What follows belongs to an exercise in optimizing a design on an open flow for small area, a short achievable clock period and few clock cycles; a production flow would make more cautious choices. At most, simulation tests tie the RTL to the original design; equivalence was not proved. The RTL of run 5 was laid out without a check of its function. Power figures rest on the tool's default switching activity, not on a simulated workload.

File: design/flow/design.v
module rill_cost (
    input  wire        clk,
    input  wire        rst,         
    input  wire        in_valid,
    output wire        in_ready,
    input  wire [11:0] in_data,
    input  wire        in_lg,       
    input  wire        in_last,     
    output reg         grp_valid,
    output reg  [3:0]  grp_k0,
    output reg  [3:0]  grp_k1,
    output reg  [3:0]  grp_k2,
    output reg         res_valid,
    output reg  [1:0]  res_pred,
    output reg  [15:0] res_len
);
    assign in_ready = 1'b1;
    reg        r_rst;
    reg        r_v;
    reg        r_lg;
    reg        r_last;
    reg [11:0] r_x;
    always @(posedge clk) begin
        r_rst  <= rst;
        r_v    <= in_valid;
        r_lg   <= in_lg;
        r_last <= in_last;
        r_x    <= in_data;
    end
    wire v = r_v & ~r_rst;
    reg        in_blk;       
    reg        cur_lg;       
    reg        fresh;        
    reg [11:0] x0;           
    reg [11:0] xp1;          
    reg [11:0] xp2;          
    reg [3:0]  gc;           
    wire ns = v & (~in_blk | (r_lg != cur_lg));    
    wire vr = v & ~ns;                              
    wire [3:0] gc_base = fresh ? 4'd0 : gc;
    wire       gdone   = vr & ((gc_base == 4'd15) | r_last);
    wire [12:0] e0 = {1'b0, r_x} - {1'b0, x0};
    wire [12:0] e1 = {1'b0, r_x} - {1'b0, xp1};
    wire [13:0] e2 = {2'b0, r_x} + {2'b0, xp2} - {1'b0, xp1, 1'b0};
    wire [13:0] z0 = {1'b0, {e0[11:0], 1'b0} ^ {13{e0[12]}}};
    wire [13:0] z1 = {1'b0, {e1[11:0], 1'b0} ^ {13{e1[12]}}};
    wire [13:0] z2 = {e2[12:0], 1'b0} ^ {14{e2[13]}};
    function [4:0] code_bits(input [13:0] zz, input integer k);
        reg [13:0] q;
        begin
            q = zz >> k;
            if (q < 16) code_bits = q[4:0] + 5'd1 + k;
            else        code_bits = 5'd30;
        end
    endfunction
    wire [7:0] acc [0:41];
    genvar gp, gk;
    generate
        for (gp = 0; gp < 3; gp = gp + 1) begin : g_p
            wire [13:0] zp = (gp == 0) ? z0 : (gp == 1) ? z1 : z2;
            for (gk = 0; gk < 14; gk = gk + 1) begin : g_k
                if (gp < 2 && gk == 13) begin : g_fix
                    assign acc[gp*14+gk] = 8'd0;
                end else begin : g_acc
                    reg  [7:0] a;
                    wire [4:0] cb  = vr ? code_bits(zp, gk) : 5'd0;
                    wire [7:0] av = fresh ? 8'd0 : a;
                    wire [7:0] bv = {3'd0, cb};
                    wire [8:0] c;
                    wire [7:0] s;
                    assign c[0] = 1'b0;
                    genvar gb;
                    for (gb = 0; gb < 8; gb = gb + 1) begin : g_b
                        assign s[gb]   = av[gb] ^ bv[gb] ^ c[gb];
                        assign c[gb+1] = (av[gb] & bv[gb]) | (c[gb] & (av[gb] ^ bv[gb]));
                    end
                    if ((gp < 2 && gk >= 11) || gk == 13) begin : g_nosat
                        always @(posedge clk) a <= s;
                    end else begin : g_sat
                        always @(posedge clk) a <= s | {8{c[8]}};
                    end
                    assign acc[gp*14+gk] = a;
                end
            end
        end
    endgenerate
    reg cl;      
    reg res2;    
    reg ns2;     
    reg last2;   
    always @(posedge clk) begin
        if (r_rst) begin
            in_blk <= 1'b0;
            cur_lg <= 1'b0;
            fresh  <= 1'b1;
            gc     <= 4'd0;
            cl     <= 1'b0;
            res2   <= 1'b0;
            ns2    <= 1'b0;
            last2  <= 1'b0;
        end else begin
            cl    <= gdone | (ns & ~fresh);
            res2  <= vr;
            ns2   <= ns;
            last2 <= v & r_last;
            gc    <= gc_base + {3'd0, vr};
            if (ns)      fresh <= 1'b1;
            else if (vr) fresh <= gdone;
            if (v) begin
                in_blk <= ~r_last;
                cur_lg <= r_lg;
            end
        end
        if (v) begin
            xp1 <= r_x;
            xp2 <= ns ? r_x : xp1;
            if (ns) x0 <= r_x;
        end
    end
    function [11:0] argmin14(input [111:0] c, input [13:0] en);    
        reg [13:0] cand, b;
        reg [7:0]  mv;
        reg        any0;
        reg [3:0]  k;
        integer i, j;
        begin
            cand = en;
            for (j = 7; j >= 0; j = j - 1) begin
                for (i = 0; i < 14; i = i + 1) b[i] = c[i*8+j];
                any0  = |(cand & ~b);
                mv[j] = ~any0;
                cand  = cand & ~(b & {14{any0}});
            end
            k = 4'd0;
            for (i = 13; i >= 0; i = i - 1)
                if (cand[i]) k = i;
            argmin14 = {k, mv};
        end
    endfunction
    wire [111:0] cost0, cost1, cost2;
    generate
        for (gk = 0; gk < 13; gk = gk + 1) begin : g_cost
            assign cost0[gk*8 +: 8] = acc[gk];
            assign cost1[gk*8 +: 8] = acc[14+gk];
        end
        for (gk = 0; gk < 14; gk = gk + 1) begin : g_cost2
            assign cost2[gk*8 +: 8] = acc[28+gk];
        end
    endgenerate
    assign cost0[111:104] = 8'd0;
    assign cost1[111:104] = 8'd0;
    wire [11:0] am0 = argmin14(cost0, 14'h1fff);
    wire [11:0] am1 = argmin14(cost1, 14'h1fff);
    wire [11:0] am2 = argmin14(cost2, 14'h3fff);
    reg        res3;         
    reg        ns3;          
    reg        last3;        
    reg [7:0]  mv0, mv1, mv2;        
    always @(posedge clk) begin
        if (r_rst) begin
            grp_valid <= 1'b0;
            res3      <= 1'b0;
            ns3       <= 1'b0;
            last3     <= 1'b0;
        end else begin
            grp_valid <= cl;
            res3      <= res2;
            ns3       <= ns2;
            last3     <= last2;
        end
        grp_k0 <= am0[11:8];
        grp_k1 <= am1[11:8];
        grp_k2 <= am2[11:8];
        mv0 <= (cl & ~r_rst) ? am0[7:0] : 8'd0;
        mv1 <= (cl & ~r_rst) ? am1[7:0] : 8'd0;
        mv2 <= (cl & ~r_rst) ? am2[7:0] : 8'd0;
    end
    wire       cl3 = |mv0;
    function [14:0] radd15(input [14:0] x, input [14:0] y);
        reg c;
        integer i;
        begin
            c = 1'b0;
            for (i = 0; i < 15; i = i + 1) begin
                radd15[i] = x[i] ^ y[i] ^ c;
                c = (x[i] & y[i]) | (c & (x[i] ^ y[i]));
            end
        end
    endfunction
    reg        start;        
    reg        fin;          
    reg [14:0] tot0, tot1, tot2;     
    reg [12:0] dq;           
    reg [7:0]  cq;           
    always @(posedge clk) begin
        if (r_rst) begin
            start <= 1'b1;
            fin   <= 1'b0;
        end else begin
            start <= last3;
            fin   <= last3;
        end
        tot0 <= radd15(start ? 15'd0 : tot0, {7'd0, mv0});
        tot1 <= radd15(start ? 15'd0 : tot1, {7'd0, mv1});
        tot2 <= radd15(start ? 15'd0 : tot2, {7'd0, mv2});
        dq   <= (start ? 13'd0 : dq) + (res3 ? 13'd3 : 13'd0) - (cl3 ? 13'd1 : 13'd0);
        cq   <= (start ? 8'd0 : cq) + (ns3 ? 8'd3 : 8'd0) + (cl3 ? 8'd1 : 8'd0);
    end
    wire [14:0] st = {dq, 2'b00};
    wire        s01 = tot1 < tot0;
    wire [14:0] m01 = s01 ? tot1 : tot0;
    wire        s23 = st < tot2;
    wire [14:0] m23 = s23 ? st : tot2;
    wire        sf  = m23 < m01;
    wire [14:0] mn  = sf ? m23 : m01;
    always @(posedge clk) begin
        res_valid <= fin & ~r_rst;
        res_pred <= sf ? {1'b1, s23} : {1'b0, s01};
        res_len  <= {1'b0, mn} + {6'd0, cq, 2'b00};
    end
endmodule
File: design/flow/flow/run.sh
#!/bin/bash
set -euo pipefail
bash standard.sh \
    "BUFFER_PORTS_ARGS=-buffer_cell sky130_fd_sc_hd__buf_2" \
    finish > standard_flow.log 2>&1
File: design/flow/standard.sh
#!/bin/bash
# synth_recipe.tcl (not shown) runs the flow's synth.tcl, then flattens the netlist and writes it again
# the make line also repeats each setting of config.mk as NAME=value (left out here)
make -C /OpenROAD-flow-scripts/flow DESIGN_CONFIG=/design/flow/config.mk WORK_HOME=/design/flow/orfs CLKGATE_MAP_FILE= SYNTH_SCRIPT=/design/flow/synth_recipe.tcl "${@:-finish}"
File: design/flow/constraint.sdc
create_clock -name core_clock -period 42.0 [get_ports {clk}]
set_input_delay 8.4000 -clock core_clock [delete_from_list [all_inputs] [get_ports {clk}]]
set_output_delay 8.4000 -clock core_clock [all_outputs]
set_load 0.01 [all_outputs]
File: design/flow/config.mk
export PLATFORM = sky130hd
export DESIGN_NAME = rill_cost
export DESIGN_NICKNAME = rill_cost
export VERILOG_FILES = /design/flow/design.v
export SDC_FILE = /design/flow/constraint.sdc
export NUM_CORES = 4
export LEC_CHECK = 0
export ABC_AREA = 1
export CAP_MARGIN = 20
export CORE_MARGIN = 2
export CORE_UTILIZATION = 40
export CTS_CLUSTER_DIAMETER = 100
export CTS_CLUSTER_SIZE = 40
export SLEW_MARGIN = 20
==> impl_table.tex, run 1 <==
\begin{tabular}{lr}
\hline
Metric & Value \\
\hline
\multicolumn{2}{l}{\textbf{Drt}} \\
\quad Routed wire length on met3 & 4285 um \\
\quad WL met2 & 39430 um \\
\quad WL/cell & 15.01 um \\
\quad Top routing layer used & met4 \\
\quad Iter 0 DRT Violations & 2000 \\
\quad Antenna violation net count after detailed routing & 0 \\
\quad Via count & 28523 \\
\quad First-pass DRT Iterations & 6 \\
\quad Wire length on met1 & 45180 um \\
\quad DRC Markers & 0 \\
\quad Final WL & 90770 um \\
\quad Per-cell via count in the routed design & 4.718 \\
\multicolumn{2}{l}{\textbf{Pwr}} \\
\quad Leak pwr & 20.18 nW \\
\quad VDD IR max & 0.04291 mV \\
\quad Pwr Density & 34.92 nW/um2 \\
\multicolumn{2}{l}{\textbf{Logic synthesis}} \\
\quad Syn nets & 5378 \\
\quad Cell variety after synth & 51 \\
\quad FFs w/ async S/R, synth & 0\% \\
\quad Flip-flop cell with the highest count after synthesis & sky130\_fd\_sc\_hd\_\_dfxtp\_1 \\
\quad Total of warnings raised by yosys & 1 \\
\quad Sequential cell area fraction in the yosys report & 30.05\% \\
\quad Synthesized instance count & 4865 \\
\quad Number of synthesized flops with an enable pin & 36 \\
\quad Yosys reg bits & 510 \\
\quad Cell Area, Synth & 35170 um2 \\
\quad Avg Cell Area, Syn & 7.229 um2 \\
\multicolumn{2}{l}{\textbf{Final layout}} \\
\quad Antenna diode count & 0 \\
\quad Utilization after layout & 43.42\% \\
\quad Number of nets in the finished design & 5380 \\
\quad Fraction of layout instances using a drive strength above 1 & 4.846\% \\
\quad Area growth from synthesis to layout & 7.279\% \\
\multicolumn{2}{l}{\textbf{Clock tree}} \\
\quad Number of gates resized after cts & 0 \\
\quad Number of sinks handled by clock tree synthesis & 510 \\
\quad CTS tree & yes \\
\quad Maximum level of the CTS H-tree & 1 \\
\quad \# Post-CTS Setup Buffers & 0 \\
\quad Post-CTS Hold Fix Bufs & 0 \\
\quad Clock root cell & sky130\_fd\_sc\_hd\_\_clkbuf\_16 \\
\quad Deepest clock path buffer count & 3 \\
\quad CTS Buf Count & 30 \\
\quad Clock transition at the registers of the reported paths & 0.12 ns \\
\quad Clock insertion delay at the later pin of the skew report & 0.67 ns \\
\multicolumn{2}{l}{\textbf{Placed design}} \\
\quad Final weighted congestion in routability-driven placement & 0.9091 \\
\quad \# port buffers & 48 \\
\quad HPWL Detailed & 71480 um \\
\multicolumn{2}{l}{\textbf{Critical path}} \\
\quad Worst setup path start & grp\_k1[0] \\
\quad Startpoint types & register \\
\quad Path depth of the worst reg2reg path & 40 \\
\quad Largest stage delay on the critical path & 0.33 ns \\
\quad Slowest-stage cell, CP & sky130\_fd\_sc\_hd\_\_dfxtp\_1 \\
\quad Worst R2R Start & r\_x[2] \\
\quad End of the worst register-to-register path & g\_p[2].g\_k[0].g\_acc.a[2] \\
\quad Critical path type & register to output port \\
\quad Crit path required time & 33.60 ns \\
\quad Cell family with the largest share of critical-path delay & flip-flops \\
\quad Maximum fanout count along the critical path & 1 \\
\quad CP endpoint kind & output port \\
\quad Critical Path, Cell by Cell & buf\_2 \\
\quad Arrival time of data at the critical path endpoint & 1.11 ns \\
\quad Crit path buffers/inverters & 1 \\
\quad Minimum setup slack among reg-to-reg paths & 33.51 ns \\
\multicolumn{2}{l}{\textbf{Timing}} \\
\quad Worst slack on hold paths & 0.4205 ns \\
\quad Actual transition at the worst max-transition pin & 1.014 ns \\
\quad Final-report setup violation count & 0 \\
\quad Final clock period utilization by the worst path & 22.64\% \\
\quad Unrepaired setup endpoints after global routing & no \\
\quad Headroom to the max-slew limit & 32.32\% \\
\quad Final Hold Vio Count & 0 \\
\quad Final slew viol count & 0 \\
\quad Post-Route Skew & 0.05801 ns \\
\quad Maximum clock frequency & 105.2 MHz \\
\quad Sum of negative setup slack & 0 ns \\
\quad Min cycle time layout & 9.509 ns \\
\multicolumn{2}{l}{\textbf{Global route}} \\
\quad First-pass GRT wire length & 147700 um \\
\quad Pin count of the biggest net entering global routing & 79 \\
\quad Overflow left after global routing & 0 \\
\quad Via count of the first global-routing pass & 27389 \\
\quad Antenna violations before repair & 2 \\
\quad Total track usage & 20.29\% \\
\multicolumn{2}{l}{\textbf{Floorplan}} \\
\quad Die extent in y & 300.5 um \\
\quad Number of primary I/O pins & 50 \\
\quad Die Footprint & 90320 um2 \\
\quad Cell Rows & 108 \\
\quad Core Footprint & 86890 um2 \\
\quad Initial core utilization & 40.48\% \\
\quad Die X-Extent & 300.5 um \\
\multicolumn{2}{l}{\textbf{Flow run}} \\
\quad Max-cap check violation count & 0 \\
\multicolumn{2}{l}{\textbf{Hold path}} \\
\quad Startpoint of the tightest hold check path & last2 \\
\quad Cell depth of the worst min-delay path & 2 \\
\quad Worst min path class & register to register \\
\quad Min-Delay Endpoint & last3 \\
\multicolumn{2}{l}{\textbf{Status}} \\
\quad Outcome & no timing/DRC/antenna violations \\
\hline
\end{tabular}
[cell type report]
| type | count | area (um2) |
|---|---|---|
| fill | 8937 | 49160 |
| multi-input combinational | 3114 | 19850 |
| sequential | 510 | 10580 |
| inverter | 1145 | 4300 |
| tap | 1155 | 1445 |
| clock buffer | 30 | 750.7 |
| clock inverter | 26 | 436.7 |
| timing repair buffer | 66 | 375.4 |
[routing by layer]
| layer | vias up | GRT usage (%) |
|---|---|---|
| met5 | - | 0 |
| met4 | 0 | 4.357 |
| met3 | 84 | 2.078 |
| met2 | 573 | 32.34 |
| met1 | 13159 | 29.62 |
| li1 | 14707 | - |
[placed cells by master (no fill, tap or decap), types with 28 or more instances in the layout]
cell	n
sky130_fd_sc_hd__xor2_1	71
sky130_fd_sc_hd__fa_1	193
sky130_fd_sc_hd__nor3_1	31
sky130_fd_sc_hd__ha_1	303
sky130_fd_sc_hd__nor2_1	457
sky130_fd_sc_hd__inv_1	1116
sky130_fd_sc_hd__dfxtp_1	472
sky130_fd_sc_hd__edfxtp_1	36
sky130_fd_sc_hd__nand3_1	237
sky130_fd_sc_hd__o21ai_1	45
sky130_fd_sc_hd__xnor2_1	49
sky130_fd_sc_hd__o21ai_0	251
sky130_fd_sc_hd__o21bai_1	28
sky130_fd_sc_hd__nand3b_1	39
sky130_fd_sc_hd__buf_2	48
sky130_fd_sc_hd__nand2_1	1118
sky130_fd_sc_hd__a21oi_1	111
sky130_fd_sc_hd__nand2_2	32
sky130_fd_sc_hd__clkbuf_16	30
[worst max path at each step]
stage | slack (ns) | to | cells past startpoint
final | 32.49 | grp_k1[0] | 1
after global routing | 32.43 | grp_k0[0] | 1
after CTS | 32.45 | grp_k1[0] | 1
after detailed placement | 33.17 | grp_k2[1] | 1
after global placement | 33.20 | grp_k2[3] | 1
after floorplan | 33.27 | grp_k0[0] | 0
[power by group]
| part | switching [W] | internal, W |
|---|---|---|
| Sequential | 0.0000156 | 0.000514 |
| Clock | 0.000221 | 0.000153 |
| Combinational | 0.000279 | 0.000136 |
[logic make-up after synthesis]
kind of cell	count (synthesis)	share of synthesized area [%]
and+or+nand+nor	1982	23.49
buffers and inverters	1241	13.56
AOI/OAI and AO/OA	515	8.132
DFF	510	30.05
adders and majority gates	496	21.76
xor gates and xnor gates	120	2.988
other	1	0.01066
[registers in the layout, indices dropped and copies added, names as in the netlist, 4 cells and up]
| signal | count |
|---|---|
| grp_k1 | 4 |
| res_len | 16 |
| tot2 | 15 |
| mv2 | 8 |
| x0 | 12 |
| mv1 | 8 |
| xp2 | 12 |
| xp1 | 12 |
| cq | 8 |
| tot0 | 15 |
| grp_k0 | 4 |
| g_p.g_k.g_acc.a | 320 |
| r_x | 12 |
| dq | 13 |
| gc | 4 |
| tot1 | 15 |
| mv0 | 8 |
| grp_k2 | 4 |
[per-stage QoR]
step | setup WS, ns | area [um2] | std cells | total power, W
after floorplan | 33.27 | 35170 | 4865 | 0.0008416
after global placement | 33.20 | 36540 | 5990 | 0.0009470
after detailed placement | 33.17 | 36540 | 5990 | 0.0009514
after CTS | 32.45 | 37730 | 6046 | 0.001330
after global routing | 32.43 | 37730 | 6046 | 0.001409
final | 32.49 | 37730 | 6046 | 0.001318
[cells in the mapped netlist (3+ instances only)]
library cell               number  area (um2)
sky130_fd_sc_hd__xnor2_1       49       429.2
sky130_fd_sc_hd__buf_6         14       157.7
sky130_fd_sc_hd__or2_2          7       43.79
sky130_fd_sc_hd__a21boi_1       8       60.06
sky130_fd_sc_hd__inv_1       1117        4193
sky130_fd_sc_hd__clkbuf_1      70       262.8
sky130_fd_sc_hd__dfxtp_1      474        9489
sky130_fd_sc_hd__nand3_2       11       110.1
sky130_fd_sc_hd__and2_1         5       31.28
sky130_fd_sc_hd__nand2_1     1119        4200
sky130_fd_sc_hd__nand2_2       31       193.9
sky130_fd_sc_hd__o21ai_0      251        1256
sky130_fd_sc_hd__nor2_2        18       112.6
sky130_fd_sc_hd__a31oi_1       12       75.07
sky130_fd_sc_hd__nor2_1       458        1719
sky130_fd_sc_hd__a21oi_2        5       43.79
sky130_fd_sc_hd__clkinv_1       3       11.26
sky130_fd_sc_hd__buf_1         10       37.54
sky130_fd_sc_hd__o21bai_1      28       210.2
sky130_fd_sc_hd__inv_2         25       93.84
sky130_fd_sc_hd__o211ai_1       5       37.54
sky130_fd_sc_hd__xor2_1        71       621.9
sky130_fd_sc_hd__nand4_1       11       68.82
sky130_fd_sc_hd__nor3_1        31       155.2
sky130_fd_sc_hd__edfxtp_1      36        1081
sky130_fd_sc_hd__o221ai_1       4       35.03
sky130_fd_sc_hd__nand3_1      237        1186
sky130_fd_sc_hd__o31ai_1        3       22.52
sky130_fd_sc_hd__nand2_4        3       33.78
sky130_fd_sc_hd__a21boi_0       5       37.54
sky130_fd_sc_hd__o21ai_1       45       225.2
sky130_fd_sc_hd__nand3b_1      39       292.8
sky130_fd_sc_hd__a21o_1        24       180.2
sky130_fd_sc_hd__a211oi_1       3       22.52
sky130_fd_sc_hd__ha_1         303        3791
sky130_fd_sc_hd__a21oi_1      111       555.5
sky130_fd_sc_hd__fa_1         193        3864
sky130_fd_sc_hd__nor4_1         7       43.79
sky130_fd_sc_hd__o21a_1         3       22.52
Testbench counts, summed over its fixed seeds: cycles 81,576.
==> run 2, diff against run 1 <==
==> design/flow/flow/run.sh (replaced) <==
#!/bin/bash
# The standard layout with two changes to how it is made:
#  - after the standard synthesis (bash standard.sh synth, unchanged), the
#    logic between the registers is mapped to cells again by ABC with a
#    different script (flow/remap.tcl); the registers, their names and cell
#    types are the standard synthesis's;
#  - the port buffers are buf_2 cells rather than the resizer's smallest
#    buffer (a slow delay buffer).
# The constraints (constraint.sdc) are the standard flow's, unchanged. Each tool's output
# goes to a log file of its own here.
set -euo pipefail
HERE=$(pwd)
R=$HERE/orfs/results/sky130hd/rill_cost/base
ARGS=("BUFFER_PORTS_ARGS=-buffer_cell sky130_fd_sc_hd__buf_2")

bash standard.sh "${ARGS[@]}" synth > standard_synth.log 2>&1

cp "$R/1_2_yosys.v" "$HERE/standard_synth.v"
YOSYS=yosys
[[ -x "$FLOW_HOME/../tools/install/yosys/bin/yosys" ]] && YOSYS="$FLOW_HOME/../tools/install/yosys/bin/yosys"
DONT_USE=$(sed -n '/^export DONT_USE_CELLS/,/^$/p' "$FLOW_HOME/platforms/sky130hd/config.mk" | grep -o 'sky130_fd_sc_hd__[a-z0-9_]*' | tr '\n' ' ')
LIB_FILE="$FLOW_HOME/platforms/sky130hd/lib/sky130_fd_sc_hd__tt_025C_1v80.lib" \
STD_NETLIST="$HERE/standard_synth.v" OUT_NETLIST="$R/1_2_yosys.v" TOP="$FLOW_TOP" \
DONT_USE="$DONT_USE" ABC_D=6500 ABC_SCRIPT="$HERE/flow/remap.abc" \
    "$YOSYS" -c "$HERE/flow/remap.tcl" > remap.log 2>&1
rm -f "$R/1_synth.odb" "$R/1_synth.sdc"

bash standard.sh "${ARGS[@]}" finish > standard_finish.log 2>&1
==> design/flow/flow/remap.abc (new file) <==
strash
&get -n
&fraig -x
&put
scorr
dc2
strash
&get -n
&dch -f
&nf
&put
topo
stime -c
buffer -c
upsize -c
dnsize -c
==> design/flow/flow/remap.tcl (new file) <==
# Maps the standard synthesis's logic again with its registers left as
# they are. Every sequential cell (and the tie cell) is kept as a black box,
# so each register keeps its name and cell type; the gates between them are
# read as their library functions, flattened and mapped anew by ABC with
# flow/remap.abc, then tied off and buffered as the standard synthesis does.
set lib $::env(LIB_FILE)
yosys read_liberty -overwrite -ignore_miss_func -ignore_miss_dir -ignore_miss_data_latch $lib
set keep {}
foreach c [split [exec grep -o {sky130_fd_sc_hd__[a-z0-9_]*} $::env(STD_NETLIST) | sort -u] "\n"] {
    if {[regexp {__(dfx|edf|df|sdf|sedf|dl|conb)} $c]} { lappend keep $c }
}
puts "kept as black boxes: $keep"
yosys blackbox {*}$keep
yosys read_verilog $::env(STD_NETLIST)
yosys hierarchy -top $::env(TOP)
yosys flatten
yosys opt_clean
# the library's cells again, as black boxes, for the cells ABC places
yosys read_liberty -lib -nooverwrite -ignore_miss_dir -ignore_miss_data_latch $lib
yosys stat -liberty $lib
set du {}
foreach c $::env(DONT_USE) { lappend du -dont_use $c }
yosys abc -liberty $lib {*}$du -D $::env(ABC_D) -script $::env(ABC_SCRIPT)
yosys opt_clean -purge
yosys hilomap -singleton -hicell sky130_fd_sc_hd__conb_1 HI -locell sky130_fd_sc_hd__conb_1 LO
yosys insbuf -buf sky130_fd_sc_hd__buf_4 A X
yosys check -assert -mapped
yosys stat -liberty $lib
yosys write_verilog -noattr -nohex -nodec $::env(OUT_NETLIST)
==> run 2 against run 1 <==
Compared with the run above:
- still clean
- final cell count fell by 16%
- register-to-register slack got worse by 3.1 ns
- hold slack improved by 0.033 ns
- combinational power fell by 21%
- synthesized cell count fell by 18%
- area after synthesis fell by 12%
- clock power fell by 12%
- non-clock buffer count rose by 10
- die area fell by 12%
- cell area fell by 12%
- sequential power rose by 2%
- routed wire length fell by 2.0%
- highest routed layer is now met5
==> impl_table.tex, run 2 <==
\begin{tabular}{lr}
\hline
Metric & Value \\
\hline
\multicolumn{2}{l}{\textbf{Final layout}} \\
\quad Largest registers & g\_p.g\_k.g\_acc.a x320, res\_len x16 (unchanged) \\
\quad Most used cells in the layout excluding fill and tap cells & 585 x sky130\_fd\_sc\_hd\_\_nand2\_1, 473 x sky130\_fd\_sc\_hd\_\_dfxtp\_1, 438 x sky130\_fd\_sc\_hd\_\_nor2\_1, 376 x sky130\_fd\_sc\_hd\_\_a21oi\_1, 328 x sky130\_fd\_sc\_hd\_\_xnor2\_1 (was 1118 x sky130\_fd\_sc\_hd\_\_nand2\_1, 1116 x sky130\_fd\_sc\_hd\_\_inv\_1, 472 x sky130\_fd\_sc\_hd\_\_dfxtp\_1, 457 x sky130\_fd\_sc\_hd\_\_nor2\_1, 303 x sky130\_fd\_sc\_hd\_\_ha\_1) \\
\quad Storage cell area & 10570 um2 (was 10580 um2) \\
\quad Most common library cell in the layout ignoring fill and taps & sky130\_fd\_sc\_hd\_\_nand2\_1 (unchanged) \\
\quad Antenna diode count & 0 (unchanged) \\
\quad Number of nets in the finished design & 4010 (was 5380) \\
\quad Fraction of layout instances using a drive strength above 1 & 4.286\% (was 4.846\%) \\
\quad Register with the highest flop count & g\_p.g\_k.g\_acc.a (unchanged) \\
\quad Area used by multi-input combinational logic & 19340 um2 (was 19850 um2) \\
\quad Max reg flops & 320 (unchanged) \\
\quad Post-Layout Cell Count & 5053 (was 6046) \\
\quad Utilization after layout & 43.04\% (was 43.42\%) \\
\quad Area growth from synthesis to layout & 6.989\% (was 7.279\%) \\
\quad Filler cell count & 7914 (was 8937) \\
\multicolumn{2}{l}{\textbf{Timing}} \\
\quad Unrepaired setup endpoints after global routing & no (unchanged) \\
\quad Final clock period utilization by the worst path & 27.53\% (was 22.64\%) \\
\quad Worst slack on hold paths & 0.4534 ns (was 0.4205 ns) \\
\quad Final Hold Vio Count & 0 (unchanged) \\
\quad Min cycle time layout & 11.56 ns (was 9.509 ns) \\
\quad Final slew viol count & 0 (unchanged) \\
\quad Maximum clock frequency & 86.47 MHz (was 105.2 MHz) \\
\quad Post-Route Skew & 0.03714 ns (was 0.05801 ns) \\
\quad Final-report setup violation count & 0 (unchanged) \\
\quad Sum of negative setup slack & 0 ns (unchanged) \\
\quad Actual transition at the worst max-transition pin & 0.9986 ns (was 1.014 ns) \\
\quad Headroom to the max-slew limit & 33.43\% (was 32.32\%) \\
\multicolumn{2}{l}{\textbf{Clock tree}} \\
\quad \# Post-CTS Setup Buffers & 0 (unchanged) \\
\quad CTS Buf Count & 26 (was 30) \\
\quad Clock transition at the registers of the reported paths & 0.12 ns (about the same) \\
\quad Number of sinks handled by clock tree synthesis & 510 (unchanged) \\
\quad Clock root cell & sky130\_fd\_sc\_hd\_\_clkbuf\_16 (unchanged) \\
\quad Deepest clock path buffer count & 3 (unchanged) \\
\quad Clock insertion delay at the later pin of the skew report & 0.64 ns (was 0.67 ns) \\
\quad Post-CTS Hold Fix Bufs & 0 (unchanged) \\
\quad CTS tree & yes (unchanged) \\
\quad Number of gates resized after cts & 0 (unchanged) \\
\quad Maximum level of the CTS H-tree & 1 (unchanged) \\
\multicolumn{2}{l}{\textbf{Logic synthesis}} \\
\quad Total of warnings raised by yosys & 1 (unchanged) \\
\quad Cell Area, Synth & 31010 um2 (was 35170 um2) \\
\quad Synthesized instance count & 4011 (was 4865) \\
\quad Avg Cell Area, Syn & 7.731 um2 (was 7.229 um2) \\
\quad Syn nets & 4028 (was 5378) \\
\multicolumn{2}{l}{\textbf{Status}} \\
\quad Outcome & no timing/DRC/antenna violations (unchanged) \\
\multicolumn{2}{l}{\textbf{Flow run}} \\
\quad Max-cap check violation count & 0 (unchanged) \\
\multicolumn{2}{l}{\textbf{Critical path}} \\
\quad Critical path type & register to register (was register to output port) \\
\quad CP endpoint kind & register (was output port) \\
\quad Worst setup path start & g\_p[1].g\_k[7].g\_acc.a[7] (was grp\_k1[0]) \\
\quad Largest stage delay on the critical path & 0.97 ns (was 0.33 ns) \\
\quad Worst R2R Start & g\_p[1].g\_k[7].g\_acc.a[7] (was r\_x[2]) \\
\quad Crit path required time & 42.54 ns (was 33.60 ns) \\
\quad Crit path buffers/inverters & 0 (was 1) \\
\quad Startpoint types & register (unchanged) \\
\quad Slowest-stage cell, CP & sky130\_fd\_sc\_hd\_\_or4\_1 (was sky130\_fd\_sc\_hd\_\_dfxtp\_1) \\
\quad Maximum fanout count along the critical path & 30 (was 1) \\
\quad Cell family with the largest share of critical-path delay & compound AO/OA/AOI/OAI gates (was flip-flops) \\
\quad Most frequent CP cell & sky130\_fd\_sc\_hd\_\_a21oi\_1 \\
\quad Arrival time of data at the critical path endpoint & 12.11 ns (was 1.11 ns) \\
\multicolumn{2}{l}{\textbf{Drt}} \\
\quad Iter 0 DRT Violations & 2115 (was 2000) \\
\quad Final WL & 88920 um (was 90770 um) \\
\quad DRC Markers & 0 (unchanged) \\
\quad First-pass DRT Iterations & 6 (unchanged) \\
\quad Via count & 27710 (was 28523) \\
\quad WL/cell & 17.60 um (was 15.01 um) \\
\quad Antenna violation net count after detailed routing & 0 (unchanged) \\
\quad Per-cell via count in the routed design & 5.484 (was 4.718) \\
\multicolumn{2}{l}{\textbf{Floorplan}} \\
\quad Die Footprint & 79760 um2 (was 90320 um2) \\
\quad Number of primary I/O pins & 50 (unchanged) \\
\quad Die X-Extent & 282.4 um (was 300.5 um) \\
\quad Core Footprint & 77080 um2 (was 86890 um2) \\
\quad Die extent in y & 282.4 um (was 300.5 um) \\
\quad Cell Rows & 102 (was 108) \\
\quad Initial core utilization & 40.23\% (was 40.48\%) \\
\multicolumn{2}{l}{\textbf{Global route}} \\
\quad Pin count of the biggest net entering global routing & 120 (was 79) \\
\quad Overflow left after global routing & 0 (unchanged) \\
\quad First-pass GRT wire length & 139000 um (was 147700 um) \\
\quad Via count of the first global-routing pass & 24881 (was 27389) \\
\quad Total track usage & 21.82\% (was 20.29\%) \\
\quad Antenna violations before repair & 4 (was 2) \\
\multicolumn{2}{l}{\textbf{Pwr}} \\
\quad VDD IR max & 0.03044 mV (was 0.04291 mV) \\
\quad Leak pwr & 13.82 nW (was 20.18 nW) \\
\quad Pwr Density & 36.19 nW/um2 (was 34.92 nW/um2) \\
\quad Overall power & 0.001201 W (was 0.001318 W) \\
\multicolumn{2}{l}{\textbf{Hold path}} \\
\quad Worst min path class & register to register (unchanged) \\
\quad Startpoint of the tightest hold check path & last2 (unchanged) \\
\multicolumn{2}{l}{\textbf{Placed design}} \\
\quad Cell count after placement & 5005 (was 5990) \\
\quad Final weighted congestion in routability-driven placement & 0.9269 (was 0.9091) \\
\quad \# port buffers & 48 (unchanged) \\
\quad HPWL Detailed & 68270 um (was 71480 um) \\
\hline
\end{tabular}
==> run 2: final cells by class <==
cell class                 instances  area share [%]
clock inverter                    17          0.7392
tap                             1040           3.922
multi-input combinational       3233           58.29
clock buffer                      31           2.142
inverter                         146           1.675
timing repair buffer              76           1.358
sequential                       510           31.87
==> run 2: path summary, 6_finish.rpt <==
path,to,slack (ns),depth (start not counted)
hold reg to reg,last3,0.45,1
hold / removal,last3,0.45,1
setup reg to reg,grp_k1[0],30.44,33
setup / recovery,grp_k1[0],30.44,33
==> run 2: per-stage QoR <==
stage / worst slack, ns / area (um2)
2_1_floorplan: 33.27 / 31010
3_3_place_gp: 30.64 / 32220
3_5_place_dp: 30.63 / 32220
4_1_cts: 30.57 / 33180
5_1_grt: 29.77 / 33180
6_report: 30.44 / 33180
==> run 2: per-layer routing <==
metal  track usage, %  vias up  routed length (um)
met5                0        -                  12
met3            2.577       89                4577
met4            4.586        2                1787
met1            31.84    12980               43650
met2            34.41      667               38890
li1                 -    13972                   -
==> run 2: where the power goes <==
group          total, W  internal [W]  switching (W)
Combinational  0.000329      0.000122       0.000207
Clock          0.000330      0.000134       0.000196
Sequential     0.000541      0.000514      0.0000275
Total           0.00120      0.000770       0.000431
==> run 3, diff against run 2 <==
--- a/design/flow/design.v
+++ b/design/flow/design.v
@@ -118,18 +118,25 @@
         end
     end
     function [11:0] argmin14(input [111:0] c, input [13:0] en);    
-        reg [13:0] cand, b;
+        reg [13:0] cand, bh, bl;
         reg [7:0]  mv;
-        reg        any0;
+        reg        ah, al, x0, x1;
         reg [3:0]  k;
         integer i, j;
         begin
             cand = en;
-            for (j = 7; j >= 0; j = j - 1) begin
-                for (i = 0; i < 14; i = i + 1) b[i] = c[i*8+j];
-                any0  = |(cand & ~b);
-                mv[j] = ~any0;
-                cand  = cand & ~(b & {14{any0}});
+            for (j = 7; j >= 1; j = j - 2) begin
+                for (i = 0; i < 14; i = i + 1) begin
+                    bh[i] = c[i*8+j];
+                    bl[i] = c[i*8+j-1];
+                end
+                ah = |(cand & ~bh);
+                x0 = |(cand & ~bh & ~bl);
+                x1 = |(cand & ~bl);
+                al = ah ? x0 : x1;
+                mv[j]   = ~ah;
+                mv[j-1] = ~al;
+                cand = cand & ~(bh & {14{ah}}) & ~(bl & {14{al}});
             end
             k = 4'd0;
             for (i = 13; i >= 0; i = i - 1)
--- a/design/flow/config.mk
+++ b/design/flow/config.mk
@@ -9,6 +9,6 @@
 export CAP_MARGIN = 20
 export CORE_MARGIN = 2
 export CORE_UTILIZATION = 40
-export CTS_CLUSTER_DIAMETER = 100
-export CTS_CLUSTER_SIZE = 40
+export CTS_CLUSTER_DIAMETER = 80
+export CTS_CLUSTER_SIZE = 30
 export SLEW_MARGIN = 20
==> run 3 against run 2 <==
Compared with the run above:
- still clean on timing, DRC and antenna
- via count increased by 9.6%
- worst setup slack improved by 2.0 ns
- hold slack worse by 0.0032 ns
- total power up 0.51%
- area after synthesis is 4.5% higher
- die area increased by 4.4%
- first-iteration DRC count is 24% higher
- clock-buffer cell count up 3
- global-route usage increased by 2.1 points
- critical path type is now register to output port
- largest cell class unchanged
- largest power group unchanged
==> impl_table.tex, run 3 <==
\begin{tabular}{lr}
\hline
Metric & Value \\
\hline
\multicolumn{2}{l}{\textbf{Flow run}} \\
\quad Max-cap check violation count & 0 (unchanged) \\
\multicolumn{2}{l}{\textbf{Status}} \\
\quad Outcome & no timing/DRC/antenna violations (unchanged) \\
\multicolumn{2}{l}{\textbf{Global route}} \\
\quad Global-route track usage on met2 & 37.15\% (was 34.41\%) \\
\quad Overflow left after global routing & 0 (unchanged) \\
\quad Antenna violations before repair & 7 (was 4) \\
\quad Pin count of the biggest net entering global routing & 174 (was 120) \\
\quad Via count of the first global-routing pass & 27783 (was 24881) \\
\quad Global routing usage on met1 & 33.33\% (was 31.84\%) \\
\quad Total track usage & 23.93\% (was 21.82\%) \\
\quad Highest-utilization routing layer at the global route stage & met2 (unchanged) \\
\quad GR Util met3 & 4.273\% (was 2.577\%) \\
\quad First-pass GRT wire length & 158100 um (was 139000 um) \\
\multicolumn{2}{l}{\textbf{Placed design}} \\
\quad HPWL Detailed & 77350 um (was 68270 um) \\
\quad \# port buffers & 48 (unchanged) \\
\quad Cell count after placement & 5184 (was 5005) \\
\quad Final weighted congestion in routability-driven placement & 0.9269 (unchanged) \\
\multicolumn{2}{l}{\textbf{Final layout}} \\
\quad Max reg flops & 320 (unchanged) \\
\quad Fraction of layout instances using a drive strength above 1 & 5.471\% (was 4.286\%) \\
\quad Most used cells in the layout excluding fill and tap cells & 510 x sky130\_fd\_sc\_hd\_\_nand2\_1, 473 x sky130\_fd\_sc\_hd\_\_dfxtp\_1, 399 x sky130\_fd\_sc\_hd\_\_nor2\_1, 320 x sky130\_fd\_sc\_hd\_\_xnor2\_1, 312 x sky130\_fd\_sc\_hd\_\_a21oi\_1 (was 585 x sky130\_fd\_sc\_hd\_\_nand2\_1, 473 x sky130\_fd\_sc\_hd\_\_dfxtp\_1, 438 x sky130\_fd\_sc\_hd\_\_nor2\_1, 376 x sky130\_fd\_sc\_hd\_\_a21oi\_1, 328 x sky130\_fd\_sc\_hd\_\_xnor2\_1) \\
\quad Antenna diode count & 0 (unchanged) \\
\quad Largest registers & g\_p.g\_k.g\_acc.a x320, res\_len x16 (unchanged) \\
\quad Post-Layout Cell Count & 5246 (was 5053) \\
\quad Most common library cell in the layout ignoring fill and taps & sky130\_fd\_sc\_hd\_\_nand2\_1 (unchanged) \\
\quad Register with the highest flop count & g\_p.g\_k.g\_acc.a (unchanged) \\
\quad Area growth from synthesis to layout & 7.823\% (was 6.989\%) \\
\quad Number of nets in the finished design & 4177 (was 4010) \\
\multicolumn{2}{l}{\textbf{Drt}} \\
\quad Per-cell via count in the routed design & 5.791 (was 5.484) \\
\quad First-pass DRT Iterations & 10 (was 6) \\
\quad DRC Markers & 0 (unchanged) \\
\quad Via count & 30380 (was 27710) \\
\quad Final WL & 102000 um (was 88920 um) \\
\quad Iter 0 DRT Violations & 2615 (was 2115) \\
\quad WL/cell & 19.44 um (was 17.60 um) \\
\quad Antenna violation net count after detailed routing & 0 (unchanged) \\
\multicolumn{2}{l}{\textbf{Critical path}} \\
\quad Critical Path, Cell by Cell & buf\_2 \\
\quad Worst R2R Start & g\_p[0].g\_k[2].g\_acc.a[7] (was g\_p[1].g\_k[7].g\_acc.a[7]) \\
\quad Cell family with the largest share of critical-path delay & flip-flops (was compound AO/OA/AOI/OAI gates) \\
\quad Startpoint types & register (unchanged) \\
\quad Path depth of the worst reg2reg path & 25 (was 33) \\
\quad Crit path buffers/inverters & 1 (was 0) \\
\quad Slowest-stage cell, CP & sky130\_fd\_sc\_hd\_\_dfxtp\_1 (was sky130\_fd\_sc\_hd\_\_or4\_1) \\
\quad Largest stage delay on the critical path & 0.37 ns (was 0.97 ns) \\
\quad Critical path type & register to output port (was register to register) \\
\quad Arrival time of data at the critical path endpoint & 1.12 ns (was 12.11 ns) \\
\quad Crit path required time & 33.60 ns (was 42.54 ns) \\
\quad Minimum setup slack among reg-to-reg paths & 32.63 ns (was 30.44 ns) \\
\quad End of the worst register-to-register path & grp\_k0[0] (was grp\_k1[0]) \\
\quad CP endpoint kind & output port (was register) \\
\quad Maximum fanout count along the critical path & 1 (was 30) \\
\multicolumn{2}{l}{\textbf{Timing}} \\
\quad Headroom to the max-slew limit & 33.03\% (was 33.43\%) \\
\quad Final clock period utilization by the worst path & 22.66\% (was 27.53\%) \\
\quad Maximum clock frequency & 105.1 MHz (was 86.47 MHz) \\
\quad Final Hold Vio Count & 0 (unchanged) \\
\quad Unrepaired setup endpoints after global routing & no (unchanged) \\
\quad Final-report setup violation count & 0 (unchanged) \\
\quad Final slew viol count & 0 (unchanged) \\
\quad Min cycle time layout & 9.518 ns (was 11.56 ns) \\
\quad Post-Route Skew & 0.04221 ns (was 0.03714 ns) \\
\quad Sum of negative setup slack & 0 ns (unchanged) \\
\quad Actual transition at the worst max-transition pin & 1.004 ns (was 0.9986 ns) \\
\multicolumn{2}{l}{\textbf{Logic synthesis}} \\
\quad Syn nets & 4183 (was 4028) \\
\quad Total of warnings raised by yosys & 1 (unchanged) \\
\quad Synthesized instance count & 4166 (was 4011) \\
\quad Avg Cell Area, Syn & 7.778 um2 (was 7.731 um2) \\
\quad Cell Area, Synth & 32400 um2 (was 31010 um2) \\
\multicolumn{2}{l}{\textbf{Hold path}} \\
\quad Startpoint of the tightest hold check path & last2 (unchanged) \\
\quad Cell depth of the worst min-delay path & 1 (unchanged) \\
\quad Min-Delay Endpoint & last3 (unchanged) \\
\quad Worst min path class & register to register (unchanged) \\
\multicolumn{2}{l}{\textbf{Pwr}} \\
\quad Leak pwr & 13.54 nW (was 13.82 nW) \\
\quad VDD IR max & 0.02740 mV (was 0.03044 mV) \\
\quad Pwr Density & 34.54 nW/um2 (was 36.19 nW/um2) \\
\multicolumn{2}{l}{\textbf{Clock tree}} \\
\quad Maximum level of the CTS H-tree & 2 (was 1) \\
\quad Clock transition at the registers of the reported paths & 0.11 ns (was 0.12 ns) \\
\quad CTS Buf Count & 34 (was 26) \\
\quad Number of gates resized after cts & 0 (unchanged) \\
\quad Number of sinks handled by clock tree synthesis & 510 (unchanged) \\
\quad Clock root cell & sky130\_fd\_sc\_hd\_\_clkbuf\_16 (unchanged) \\
\quad Post-CTS Hold Fix Bufs & 0 (unchanged) \\
\quad CTS tree & yes (unchanged) \\
\quad \# Post-CTS Setup Buffers & 0 (unchanged) \\
\quad Clock insertion delay at the later pin of the skew report & 0.61 ns (was 0.64 ns) \\
\quad Deepest clock path buffer count & 3 (unchanged) \\
\multicolumn{2}{l}{\textbf{Floorplan}} \\
\quad Number of primary I/O pins & 50 (unchanged) \\
\quad Initial core utilization & 40.29\% (was 40.23\%) \\
\quad Die X-Extent & 288.6 um (was 282.4 um) \\
\quad Die extent in y & 288.6 um (was 282.4 um) \\
\quad Cell Rows & 104 (was 102) \\
\quad Die Footprint & 83300 um2 (was 79760 um2) \\
\quad Core Footprint & 80420 um2 (was 77080 um2) \\
\hline
\end{tabular}
-- run 3: area by class of cell --
cell class | count | area (um2)
tap | 1060 | 1326
clock buffer | 34 | 850.8
fill | 8200 | 45480
timing repair buffer | 79 | 498.0
clock inverter | 28 | 330.3
sequential | 510 | 10570
multi-input combinational | 3382 | 20780
inverter | 153 | 581.8
-- run 3: report_power, final --
| group | total (W) | internal, W | switching [W] |
|---|---|---|---|
| clock network | 0.000376 | 0.000164 | 0.000212 |
| registers | 0.000527 | 0.000507 | 0.0000192 |
| logic | 0.000305 | 0.000109 | 0.000196 |
-- run 3: per-layer routing --
layer | up-vias | wire (um)
met3 | 188 | 6660
met2 | 961 | 43890
met1 | 14271 | 47870
met5 | - | 45
met4 | 8 | 3494
li1 | 14952 | -
-- run 3: stage by stage --
stage	utilization, %	instance area (um2)	power, W	hold WS, ns	setup WS (ns)
2_1_floorplan	-	32400	0.0007445	0.4057	33.27
3_3_place_gp	41.96	33740	0.0008346	0.4163	32.22
3_5_place_dp	41.97	33750	0.0008372	0.4336	32.41
4_1_cts	43.43	34930	0.001214	0.4566	32.37
5_1_grt	43.45	34940	0.001264	0.4616	31.91
6_report	43.45	34940	0.001207	0.4503	32.48
-- run 3: how the worst max path moves through the flow --
stage                             start        end  slack, ns  cells after the start
3_5_place_dp   g_p[0].g_k[2].g_acc.a[7]  grp_k0[0]      32.41                     25
3_3_place_gp   g_p[0].g_k[2].g_acc.a[7]  grp_k0[0]      32.22                     25
6_report                      grp_k0[0]  grp_k0[0]      32.48                      1
2_1_floorplan                 grp_k0[0]  grp_k0[0]      33.27                      0
5_1_grt        g_p[0].g_k[2].g_acc.a[7]  grp_k0[0]      31.91                     25
4_1_cts        g_p[0].g_k[2].g_acc.a[7]  grp_k0[0]      32.37                     25
Testbench counts of run 3, summed over its fixed seeds: cycles 81,576.
==> run 4, diff against run 3 <==
==> design/flow/flow/run.sh (replaced) <==
#!/bin/bash
set -euo pipefail
HERE=$(pwd)
R=$HERE/orfs/results/sky130hd/rill_cost/base
ARGS=("BUFFER_PORTS_ARGS=-buffer_cell sky130_fd_sc_hd__buf_2"
      SETUP_SLACK_MARGIN=32.5 TNS_END_PERCENT=100)

bash standard.sh "${ARGS[@]}" synth > standard_synth.log 2>&1

cp "$R/1_2_yosys.v" "$HERE/standard_synth.v"
YOSYS=yosys
[[ -x "$FLOW_HOME/../tools/install/yosys/bin/yosys" ]] && YOSYS="$FLOW_HOME/../tools/install/yosys/bin/yosys"
DONT_USE=$(sed -n '/^export DONT_USE_CELLS/,/^$/p' "$FLOW_HOME/platforms/sky130hd/config.mk" | grep -o 'sky130_fd_sc_hd__[a-z0-9_]*' | tr '\n' ' ')
LIB_FILE="$FLOW_HOME/platforms/sky130hd/lib/sky130_fd_sc_hd__tt_025C_1v80.lib" \
STD_NETLIST="$HERE/standard_synth.v" OUT_NETLIST="$R/1_2_yosys.v" TOP="$FLOW_TOP" \
DONT_USE="$DONT_USE" ABC_D=6500 ABC_SCRIPT="$HERE/flow/remap.abc" \
    "$YOSYS" -c "$HERE/flow/remap.tcl" > remap.log 2>&1
rm -f "$R/1_synth.odb" "$R/1_synth.sdc"

bash standard.sh "${ARGS[@]}" finish > standard_finish.log 2>&1
==> run 4 against run 3 <==
Compared with the run above:
- combinational power hardly changed
- clock-buffer cell count did not move
- total power up 0.29%
- die area unchanged
- highest routed layer unchanged
==> impl_table.tex, run 4 <==
\begin{tabular}{lr}
\hline
Metric & Value \\
\hline
\multicolumn{2}{l}{\textbf{Final layout}} \\
\quad Utilization after layout & 43.67\% (was 43.45\%) \\
\quad Max reg flops & 320 (unchanged) \\
\quad Area growth from synthesis to layout & 8.379\% (was 7.823\%) \\
\quad Number of nets in the finished design & 4182 (was 4177) \\
\quad Post-Layout Cell Count & 5251 (was 5246) \\
\quad Most common library cell in the layout ignoring fill and taps & sky130\_fd\_sc\_hd\_\_nand2\_1 (unchanged) \\
\quad Filler cell count & 8171 (was 8200) \\
\quad Most used cells in the layout excluding fill and tap cells & 510 x sky130\_fd\_sc\_hd\_\_nand2\_1, 457 x sky130\_fd\_sc\_hd\_\_dfxtp\_1, 399 x sky130\_fd\_sc\_hd\_\_nor2\_1, 320 x sky130\_fd\_sc\_hd\_\_xnor2\_1, 312 x sky130\_fd\_sc\_hd\_\_a21oi\_1 (was 510 x sky130\_fd\_sc\_hd\_\_nand2\_1, 473 x sky130\_fd\_sc\_hd\_\_dfxtp\_1, 399 x sky130\_fd\_sc\_hd\_\_nor2\_1, 320 x sky130\_fd\_sc\_hd\_\_xnor2\_1, 312 x sky130\_fd\_sc\_hd\_\_a21oi\_1) \\
\quad Fraction of layout instances using a drive strength above 1 & 5.989\% (was 5.471\%) \\
\quad Storage cell area & 10590 um2 (was 10570 um2) \\
\quad Antenna diode count & 0 (unchanged) \\
\quad Area used by multi-input combinational logic & 20810 um2 (was 20780 um2) \\
\quad Largest registers & g\_p.g\_k.g\_acc.a x320, res\_len x16 (unchanged) \\
\quad Cell area after layout & 35120 um2 (was 34940 um2) \\
\quad Register with the highest flop count & g\_p.g\_k.g\_acc.a (unchanged) \\
\multicolumn{2}{l}{\textbf{Clock tree}} \\
\quad Deepest clock path buffer count & 3 (unchanged) \\
\quad Clock transition at the registers of the reported paths & 0.11 ns (about the same) \\
\quad Clock root cell & sky130\_fd\_sc\_hd\_\_clkbuf\_16 (unchanged) \\
\quad Number of sinks handled by clock tree synthesis & 510 (unchanged) \\
\quad CTS Buf Count & 34 (unchanged) \\
\quad Maximum level of the CTS H-tree & 2 (unchanged) \\
\quad Post-CTS Hold Fix Bufs & 0 (unchanged) \\
\quad Clock insertion delay at the later pin of the skew report & 0.61 ns (about the same) \\
\quad CTS tree & yes (unchanged) \\
\multicolumn{2}{l}{\textbf{Critical path}} \\
\quad Crit path required time & 33.60 ns (about the same) \\
\quad Crit path buffers/inverters & 1 (unchanged) \\
\quad Startpoint types & register (unchanged) \\
\quad Largest stage delay on the critical path & 0.34 ns (was 0.37 ns) \\
\quad CP endpoint kind & output port (unchanged) \\
\quad Critical Path, Cell by Cell & buf\_2 (unchanged) \\
\quad Critical path type & register to output port (unchanged) \\
\quad Arrival time of data at the critical path endpoint & 1.07 ns (was 1.12 ns) \\
\quad Cell family with the largest share of critical-path delay & flip-flops (unchanged) \\
\quad Slowest-stage cell, CP & sky130\_fd\_sc\_hd\_\_dfxtp\_2 (was sky130\_fd\_sc\_hd\_\_dfxtp\_1) \\
\quad Maximum fanout count along the critical path & 1 (unchanged) \\
\multicolumn{2}{l}{\textbf{Global route}} \\
\quad Overflow left after global routing & 0 (unchanged) \\
\quad Pin count of the biggest net entering global routing & 174 (unchanged) \\
\quad Antenna violations before repair & 7 (unchanged) \\
\quad Total track usage & 23.94\% (was 23.93\%) \\
\quad Via count of the first global-routing pass & 27828 (was 27783) \\
\quad First-pass GRT wire length & 158300 um (was 158100 um) \\
\multicolumn{2}{l}{\textbf{Floorplan}} \\
\quad Cell Rows & 104 (unchanged) \\
\quad Die extent in y & 288.6 um (unchanged) \\
\quad Die Footprint & 83300 um2 (unchanged) \\
\quad Initial core utilization & 40.29\% (unchanged) \\
\quad Core Footprint & 80420 um2 (unchanged) \\
\quad Die X-Extent & 288.6 um (unchanged) \\
\quad Number of primary I/O pins & 50 (unchanged) \\
\multicolumn{2}{l}{\textbf{Timing}} \\
\quad Final slew viol count & 0 (unchanged) \\
\quad Final-report setup violation count & 0 (unchanged) \\
\quad Min cycle time layout & 9.471 ns (was 9.518 ns) \\
\quad Post-Route Skew & 0.04133 ns (was 0.04221 ns) \\
\quad Sum of negative setup slack & 0 ns (unchanged) \\
\quad Final clock period utilization by the worst path & 22.55\% (was 22.66\%) \\
\quad Headroom to the max-slew limit & 32.98\% (was 33.03\%) \\
\quad Actual transition at the worst max-transition pin & 1.005 ns (was 1.004 ns) \\
\quad Final Hold Vio Count & 0 (unchanged) \\
\quad Unrepaired setup endpoints after global routing & yes (was no) \\
\quad Maximum clock frequency & 105.6 MHz (was 105.1 MHz) \\
\multicolumn{2}{l}{\textbf{Drt}} \\
\quad Wire length on met1 & 47270 um (was 47870 um) \\
\quad Routed wire length on met3 & 7308 um (was 6660 um) \\
\quad WL/cell & 19.44 um (about the same) \\
\quad Final WL & 102100 um (was 102000 um) \\
\quad Per-cell via count in the routed design & 5.787 (was 5.791) \\
\quad Top routing layer used & met5 (unchanged) \\
\quad Iter 0 DRT Violations & 2640 (was 2615) \\
\quad DRC Markers & 0 (unchanged) \\
\quad Antenna violation net count after detailed routing & 0 (unchanged) \\
\quad First-pass DRT Iterations & 8 (was 10) \\
\quad WL met2 & 43880 um (was 43890 um) \\
\quad Via count & 30385 (was 30380) \\
\multicolumn{2}{l}{\textbf{Logic synthesis}} \\
\quad Avg Cell Area, Syn & 7.778 um2 (unchanged) \\
\quad Cell Area, Synth & 32400 um2 (unchanged) \\
\quad Synthesized instance count & 4166 (unchanged) \\
\quad Total of warnings raised by yosys & 1 (unchanged) \\
\quad Syn nets & 4183 (unchanged) \\
\multicolumn{2}{l}{\textbf{Placed design}} \\
\quad \# port buffers & 48 (unchanged) \\
\quad HPWL Detailed & 77350 um (unchanged) \\
\quad Cell count after placement & 5184 (unchanged) \\
\quad Cell Area, Placed & 33750 um2 (unchanged) \\
\quad Final weighted congestion in routability-driven placement & 0.9269 (unchanged) \\
\multicolumn{2}{l}{\textbf{Hold path}} \\
\quad Worst min path class & register to register (unchanged) \\
\multicolumn{2}{l}{\textbf{Pwr}} \\
\quad Leak pwr & 13.58 nW (was 13.54 nW) \\
\quad VDD IR max & 0.02740 mV (about the same) \\
\quad Pwr Density & 34.46 nW/um2 (was 34.54 nW/um2) \\
\multicolumn{2}{l}{\textbf{Status}} \\
\quad Outcome & no timing/DRC/antenna violations (unchanged) \\
\multicolumn{2}{l}{\textbf{Flow run}} \\
\quad Max-cap check violation count & 0 (unchanged) \\
\hline
\end{tabular}
run 4: report_power, final:
group	total, W	switching [W]	internal [W]
logic	0.000307	0.000195	0.000112
clock network	0.000376	0.000212	0.000164
registers	0.000528	0.0000198	0.000508
run 4: final timing paths:
path	start	end	slack, ns	depth (start not counted)
min	last2	last3	0.45	1
max reg2reg	g_p[0].g_k[2].g_acc.a[7]	grp_k0[0]	33.15	25
min reg2reg	last2	last3	0.45	1
max	grp_k0[2]	grp_k0[2]	32.53	1
run 4: final cells by class:
cell class              instances  area share (%)
clock buffers                  34           2.423
clock inverters                28          0.9406
inverters                     153           1.657
multi-input cells            3383           59.27
flip-flops and latches        510           30.17
well taps                    1060           3.777
repair buffers                 83           1.771
run 4: what timing repair did:
action	4_1_cts	5_1_grt
gates cloned	0	1
buffers inserted	0	4
setup endpoints to repair	11	20
resized for setup	13	23
run 4: per-layer routing:
| layer | global-route usage [%] | up-vias |
|---|---|---|
| met3 | 4.305 | 195 |
| met4 | 8.415 | 8 |
| met1 | 33.29 | 14221 |
| met2 | 37.14 | 990 |
| met5 | 0 | - |
| li1 | - | 14971 |
run 4: per-stage QoR:
| step | total power, W | hold slack, ns | setup slack, ns |
|---|---|---|---|
| after floorplan | 0.0007445 | 0.4057 | 33.27 |
| after global placement | 0.0008346 | 0.4163 | 32.22 |
| after detailed placement | 0.0008372 | 0.4336 | 32.41 |
| after CTS | 0.001214 | 0.4566 | 32.49 |
| after global routing | 0.001268 | 0.4616 | 32.48 |
| final | 0.001210 | 0.4538 | 32.53 |
==> run 5, diff against run 4 <==
--- a/design/flow/design.v
+++ b/design/flow/design.v
@@ -163,26 +163,31 @@
     reg        ns3;          
     reg        last3;        
     reg [7:0]  mv0, mv1, mv2;        
+    reg [3:0]  bk0, bk1, bk2;        
     always @(posedge clk) begin
         if (r_rst) begin
-            grp_valid <= 1'b0;
             res3      <= 1'b0;
             ns3       <= 1'b0;
             last3     <= 1'b0;
         end else begin
-            grp_valid <= cl;
             res3      <= res2;
             ns3       <= ns2;
             last3     <= last2;
         end
-        grp_k0 <= am0[11:8];
-        grp_k1 <= am1[11:8];
-        grp_k2 <= am2[11:8];
+        bk0 <= am0[11:8];
+        bk1 <= am1[11:8];
+        bk2 <= am2[11:8];
         mv0 <= (cl & ~r_rst) ? am0[7:0] : 8'd0;
         mv1 <= (cl & ~r_rst) ? am1[7:0] : 8'd0;
         mv2 <= (cl & ~r_rst) ? am2[7:0] : 8'd0;
     end
     wire       cl3 = |mv0;
+    always @(posedge clk) begin
+        grp_valid <= cl3 & ~r_rst;
+        grp_k0 <= bk0;
+        grp_k1 <= bk1;
+        grp_k2 <= bk2;
+    end
     function [14:0] radd15(input [14:0] x, input [14:0] y);
         reg c;
         integer i;
==> run 5 against run 4 <==
Compared with the run above:
- still clean
- largest cell class unchanged
- hold slack got worse by 0.12 ns
- register-to-register slack got worse by 0.14 ns
- maximum frequency about the same
- synthesized cell count increased by 1.8%
- total power increased by 1.1%
- flip-flop and latch count increased by 12
- critical path type unchanged
- clock power increased by 9.3%
- final cell count increased by 1.4%
==> impl_table.tex, run 5 <==
\begin{tabular}{lr}
\hline
Metric & Value \\
\hline
\multicolumn{2}{l}{\textbf{Timing}} \\
\quad Post-Route Skew & 0.03535 ns (was 0.04133 ns) \\
\quad Final clock period utilization by the worst path & 22.54\% (was 22.55\%) \\
\quad Worst setup margin & 32.53 ns (about the same) \\
\quad Sum of negative setup slack & 0 ns (unchanged) \\
\quad Actual transition at the worst max-transition pin & 1.036 ns (was 1.005 ns) \\
\quad Maximum clock frequency & 105.6 MHz (about the same) \\
\quad Final-report setup violation count & 0 (unchanged) \\
\quad Headroom to the max-slew limit & 30.42\% (was 32.98\%) \\
\quad Final slew viol count & 0 (unchanged) \\
\quad Unrepaired setup endpoints after global routing & yes (unchanged) \\
\quad Final Hold Vio Count & 0 (unchanged) \\
\quad Min cycle time layout & 9.466 ns (was 9.471 ns) \\
\multicolumn{2}{l}{\textbf{Pwr}} \\
\quad Combinational group share of total power & 22.7\% (was 25.4\%) \\
\quad Pwr Density & 34.65 nW/um2 (was 34.46 nW/um2) \\
\quad Leak pwr & 13.63 nW (was 13.58 nW) \\
\quad Net switching power & 0.0004227 W (was 0.0004267 W) \\
\quad Switching Share & 34.55\% (was 35.26\%) \\
\quad Clock power share & 33.6\% (was 31.0\%) \\
\quad Part of the total power dissipated in sequential elements & 43.7\% (was 43.6\%) \\
\quad Cell internal pwr & 0.0008008 W (was 0.0007836 W) \\
\quad VDD IR max & 0.03138 mV (was 0.02740 mV) \\
\multicolumn{2}{l}{\textbf{Placed design}} \\
\quad HPWL Detailed & 78430 um (was 77350 um) \\
\quad Placement Setup Slack & 32.44 ns (was 32.41 ns) \\
\quad \# port buffers & 48 (unchanged) \\
\quad Final weighted congestion in routability-driven placement & 0.9394 (was 0.9269) \\
\multicolumn{2}{l}{\textbf{Critical path}} \\
\quad Arrival time of data at the critical path endpoint & 1.07 ns (about the same) \\
\quad Critical Path, Cell by Cell & buf\_2 (unchanged) \\
\quad Worst R2R Start & g\_p[2].g\_k[0].g\_acc.a[7] (was g\_p[0].g\_k[2].g\_acc.a[7]) \\
\quad CP endpoint kind & output port (unchanged) \\
\quad Slowest-stage cell, CP & sky130\_fd\_sc\_hd\_\_dfxtp\_1 (was sky130\_fd\_sc\_hd\_\_dfxtp\_2) \\
\quad Maximum fanout count along the critical path & 1 (unchanged) \\
\quad Critical path type & register to output port (unchanged) \\
\quad Cell family with the largest share of critical-path delay & flip-flops (unchanged) \\
\quad Crit path buffers/inverters & 1 (unchanged) \\
\quad End of the worst register-to-register path & bk2[0] (was grp\_k0[0]) \\
\quad Minimum setup slack among reg-to-reg paths & 33.01 ns (was 33.15 ns) \\
\quad Largest stage delay on the critical path & 0.34 ns (about the same) \\
\quad Startpoint types & register (unchanged) \\
\quad Path depth of the worst reg2reg path & 26 (was 25) \\
\quad Crit path required time & 33.60 ns (about the same) \\
\quad Logic depth of the worst setup path including buffers & 1 (unchanged) \\
\multicolumn{2}{l}{\textbf{Clock tree}} \\
\quad Clock root cell & sky130\_fd\_sc\_hd\_\_clkbuf\_16 (unchanged) \\
\quad Post-CTS Hold Fix Bufs & 0 (unchanged) \\
\quad Clock insertion delay at the later pin of the skew report & 0.62 ns (was 0.61 ns) \\
\quad CTS Buf Count & 35 (was 34) \\
\quad CTS tree & yes (unchanged) \\
\quad \# Post-CTS Setup Buffers & 0 (unchanged) \\
\quad Number of sinks handled by clock tree synthesis & 522 (was 510) \\
\quad Maximum level of the CTS H-tree & 2 (unchanged) \\
\quad Clock transition at the registers of the reported paths & 0.10 ns (was 0.11 ns) \\
\quad Deepest clock path buffer count & 3 (unchanged) \\
\multicolumn{2}{l}{\textbf{Global route}} \\
\quad Pin count of the biggest net entering global routing & 125 (was 174) \\
\quad Antenna violations before repair & 1 (was 7) \\
\quad First-pass GRT wire length & 160300 um (was 158300 um) \\
\quad Overflow left after global routing & 0 (unchanged) \\
\quad Total track usage & 24.09\% (was 23.94\%) \\
\quad Via count of the first global-routing pass & 27915 (was 27828) \\
\multicolumn{2}{l}{\textbf{Final layout}} \\
\quad Antenna diode count & 0 (unchanged) \\
\quad Area growth from synthesis to layout & 8.292\% (was 8.379\%) \\
\quad Number of nets in the finished design & 4254 (was 4182) \\
\quad Utilization after layout & 43.77\% (was 43.67\%) \\
\quad Most used cells in the layout excluding fill and tap cells & 585 x sky130\_fd\_sc\_hd\_\_nand2\_1, 481 x sky130\_fd\_sc\_hd\_\_dfxtp\_1, 412 x sky130\_fd\_sc\_hd\_\_nor2\_1, 317 x sky130\_fd\_sc\_hd\_\_xnor2\_1, 311 x sky130\_fd\_sc\_hd\_\_a21oi\_1 (was 510 x sky130\_fd\_sc\_hd\_\_nand2\_1, 457 x sky130\_fd\_sc\_hd\_\_dfxtp\_1, 399 x sky130\_fd\_sc\_hd\_\_nor2\_1, 320 x sky130\_fd\_sc\_hd\_\_xnor2\_1, 312 x sky130\_fd\_sc\_hd\_\_a21oi\_1) \\
\quad Filler cell count & 8232 (was 8171) \\
\quad Fraction of layout instances using a drive strength above 1 & 5.464\% (was 5.989\%) \\
\quad Register with the highest flop count & g\_p.g\_k.g\_acc.a (unchanged) \\
\quad Largest registers & g\_p.g\_k.g\_acc.a x320, res\_len x16 (unchanged) \\
\quad Max reg flops & 320 (unchanged) \\
\quad Most common library cell in the layout ignoring fill and taps & sky130\_fd\_sc\_hd\_\_nand2\_1 (unchanged) \\
\multicolumn{2}{l}{\textbf{Logic synthesis}} \\
\quad Syn nets & 4259 (was 4183) \\
\quad Synthesized instance count & 4242 (was 4166) \\
\quad Total of warnings raised by yosys & 1 (unchanged) \\
\quad Cell Area, Synth & 32610 um2 (was 32400 um2) \\
\quad Avg Cell Area, Syn & 7.687 um2 (was 7.778 um2) \\
\multicolumn{2}{l}{\textbf{Flow run}} \\
\quad Max-cap check violation count & 0 (unchanged) \\
\multicolumn{2}{l}{\textbf{Floorplan}} \\
\quad Die X-Extent & 289.5 um (was 288.6 um) \\
\quad Cell Rows & 104 (unchanged) \\
\quad Core Footprint & 80680 um2 (was 80420 um2) \\
\quad Initial core utilization & 40.42\% (was 40.29\%) \\
\quad Die Footprint & 83820 um2 (was 83300 um2) \\
\quad Number of primary I/O pins & 50 (unchanged) \\
\quad Die extent in y & 289.5 um (was 288.6 um) \\
\multicolumn{2}{l}{\textbf{Hold path}} \\
\quad Min-Delay Endpoint & grp\_k0[1] (was last3) \\
\quad Worst min path class & register to register (unchanged) \\
\quad Cell depth of the worst min-delay path & 0 (was 1) \\
\quad Startpoint of the tightest hold check path & bk0[1] (was last2) \\
\multicolumn{2}{l}{\textbf{Drt}} \\
\quad DRC Markers & 0 (unchanged) \\
\quad Final WL & 103000 um (was 102100 um) \\
\quad Antenna violation net count after detailed routing & 0 (unchanged) \\
\quad Per-cell via count in the routed design & 5.734 (was 5.787) \\
\quad WL/cell & 19.36 um (was 19.44 um) \\
\quad Iter 0 DRT Violations & 2534 (was 2640) \\
\quad Via count & 30527 (was 30385) \\
\quad First-pass DRT Iterations & 7 (was 8) \\
\multicolumn{2}{l}{\textbf{Status}} \\
\quad Outcome & no timing/DRC/antenna violations (unchanged) \\
\hline
\end{tabular}
## run 5: cell type report
type	instances	area [um2]	share of cell area [%]
Multi-Input combinational cell	3362	20460	57.95
Timing Repair Buffer	80	493.0	1.396
Clock buffer	39	922.1	2.611
Inverter	236	893.4	2.530
Clock inverter	25	396.6	1.123
Sequential cell	522	10820	30.64
Tap cell	1060	1326	3.756
## run 5: stage by stage
step | power [W] | hold slack [ns] | instances | instance area (um2)
after global placement | 0.0008192 | 0.3138 | 5259 | 33930
after global routing | 0.001285 | 0.3384 | 5324 | 35310
after floorplan | 0.0007461 | 0.3096 | 4242 | 32610
after detailed placement | 0.0008205 | 0.3128 | 5259 | 33930
after CTS | 0.001231 | 0.3290 | 5323 | 35260
final | 0.001224 | 0.3309 | 5324 | 35310
## run 5: worst max-delay path by stage
stage,start,end,slack (ns)
final,res_len[11],res_len[11],32.53
after global routing,g_p[2].g_k[0].g_acc.a[7],bk2[0],32.48
after floorplan,grp_k0[0],grp_k0[0],33.27
after detailed placement,g_p[2].g_k[0].g_acc.a[7],bk2[0],32.44
after CTS,res_pred[1],res_pred[1],32.51
after global placement,g_p[2].g_k[0].g_acc.a[7],bk2[0],32.75
## run 5: worst reg2reg max path, cell delays in order (launching register included)
cell and delay [ns]:
sky130_fd_sc_hd__dfxtp_1 0.45, sky130_fd_sc_hd__nand4_1 0.19, sky130_fd_sc_hd__nor4_1 0.70, sky130_fd_sc_hd__nand2_1 0.58, sky130_fd_sc_hd__and2_1 0.66, sky130_fd_sc_hd__a2111oi_0 0.56
sky130_fd_sc_hd__a211oi_1 0.13, sky130_fd_sc_hd__nand4_1 0.17, sky130_fd_sc_hd__a21oi_4 0.13, sky130_fd_sc_hd__o21ai_0 0.53, sky130_fd_sc_hd__o2111ai_1 0.18, sky130_fd_sc_hd__nor4bb_1 0.28
sky130_fd_sc_hd__or4b_1 0.81, sky130_fd_sc_hd__o21ai_4 0.54, sky130_fd_sc_hd__a221oi_1 0.29, sky130_fd_sc_hd__a2111oi_0 0.54, sky130_fd_sc_hd__nand2_1 0.11, sky130_fd_sc_hd__or2_1 0.41
sky130_fd_sc_hd__o21ai_4 0.51, sky130_fd_sc_hd__a21oi_1 0.21, sky130_fd_sc_hd__nand2b_1 0.18, sky130_fd_sc_hd__a21oi_1 0.16, sky130_fd_sc_hd__o2bb2ai_1 0.09, sky130_fd_sc_hd__a21oi_1 0.16
sky130_fd_sc_hd__o2bb2ai_1 0.09, sky130_fd_sc_hd__a21oi_1 0.15, sky130_fd_sc_hd__o21a_1 0.12
## run 5: repair_timing
action,in CTS,in global routing
resized for setup,1,10
setup endpoints to repair,1,13
pin swaps,0,1
gates cloned,0,1
## run 5: routing by layer
| layer | track usage, % | up-vias | part of all wire, % |
|---|---|---|---|
| li1 | - | 15038 | - |
| met1 | 34.05 | 14340 | 47 |
| met4 | 6.500 | 0 | 2.6 |
| met5 | 0 | - | 0 |
| met3 | 3.171 | 157 | 6.1 |
| met2 | 38.52 | 992 | 44 |
## run 5: power groups by stage
stage | clock network, W | logic (W) | registers (W)
6_report | 0.000411 | 0.000278 | 0.000535
5_1_grt | 0.000438 | 0.000310 | 0.000537
3_5_place_dp | 0 | 0.000275 | 0.000546
4_1_cts | 0.000421 | 0.000276 | 0.000534
3_3_place_gp | 0 | 0.000274 | 0.000545
2_1_floorplan | 0 | 0.000204 | 0.000542

Check on run 5: ideal ports give 32.534 ns setup slack; a clkbuf_16 on the clock port and buf_2 on the inputs give 32.464 ns; moving port delays by the midpoint clock arrival (0.671 ns) as well gives 33.008 ns.
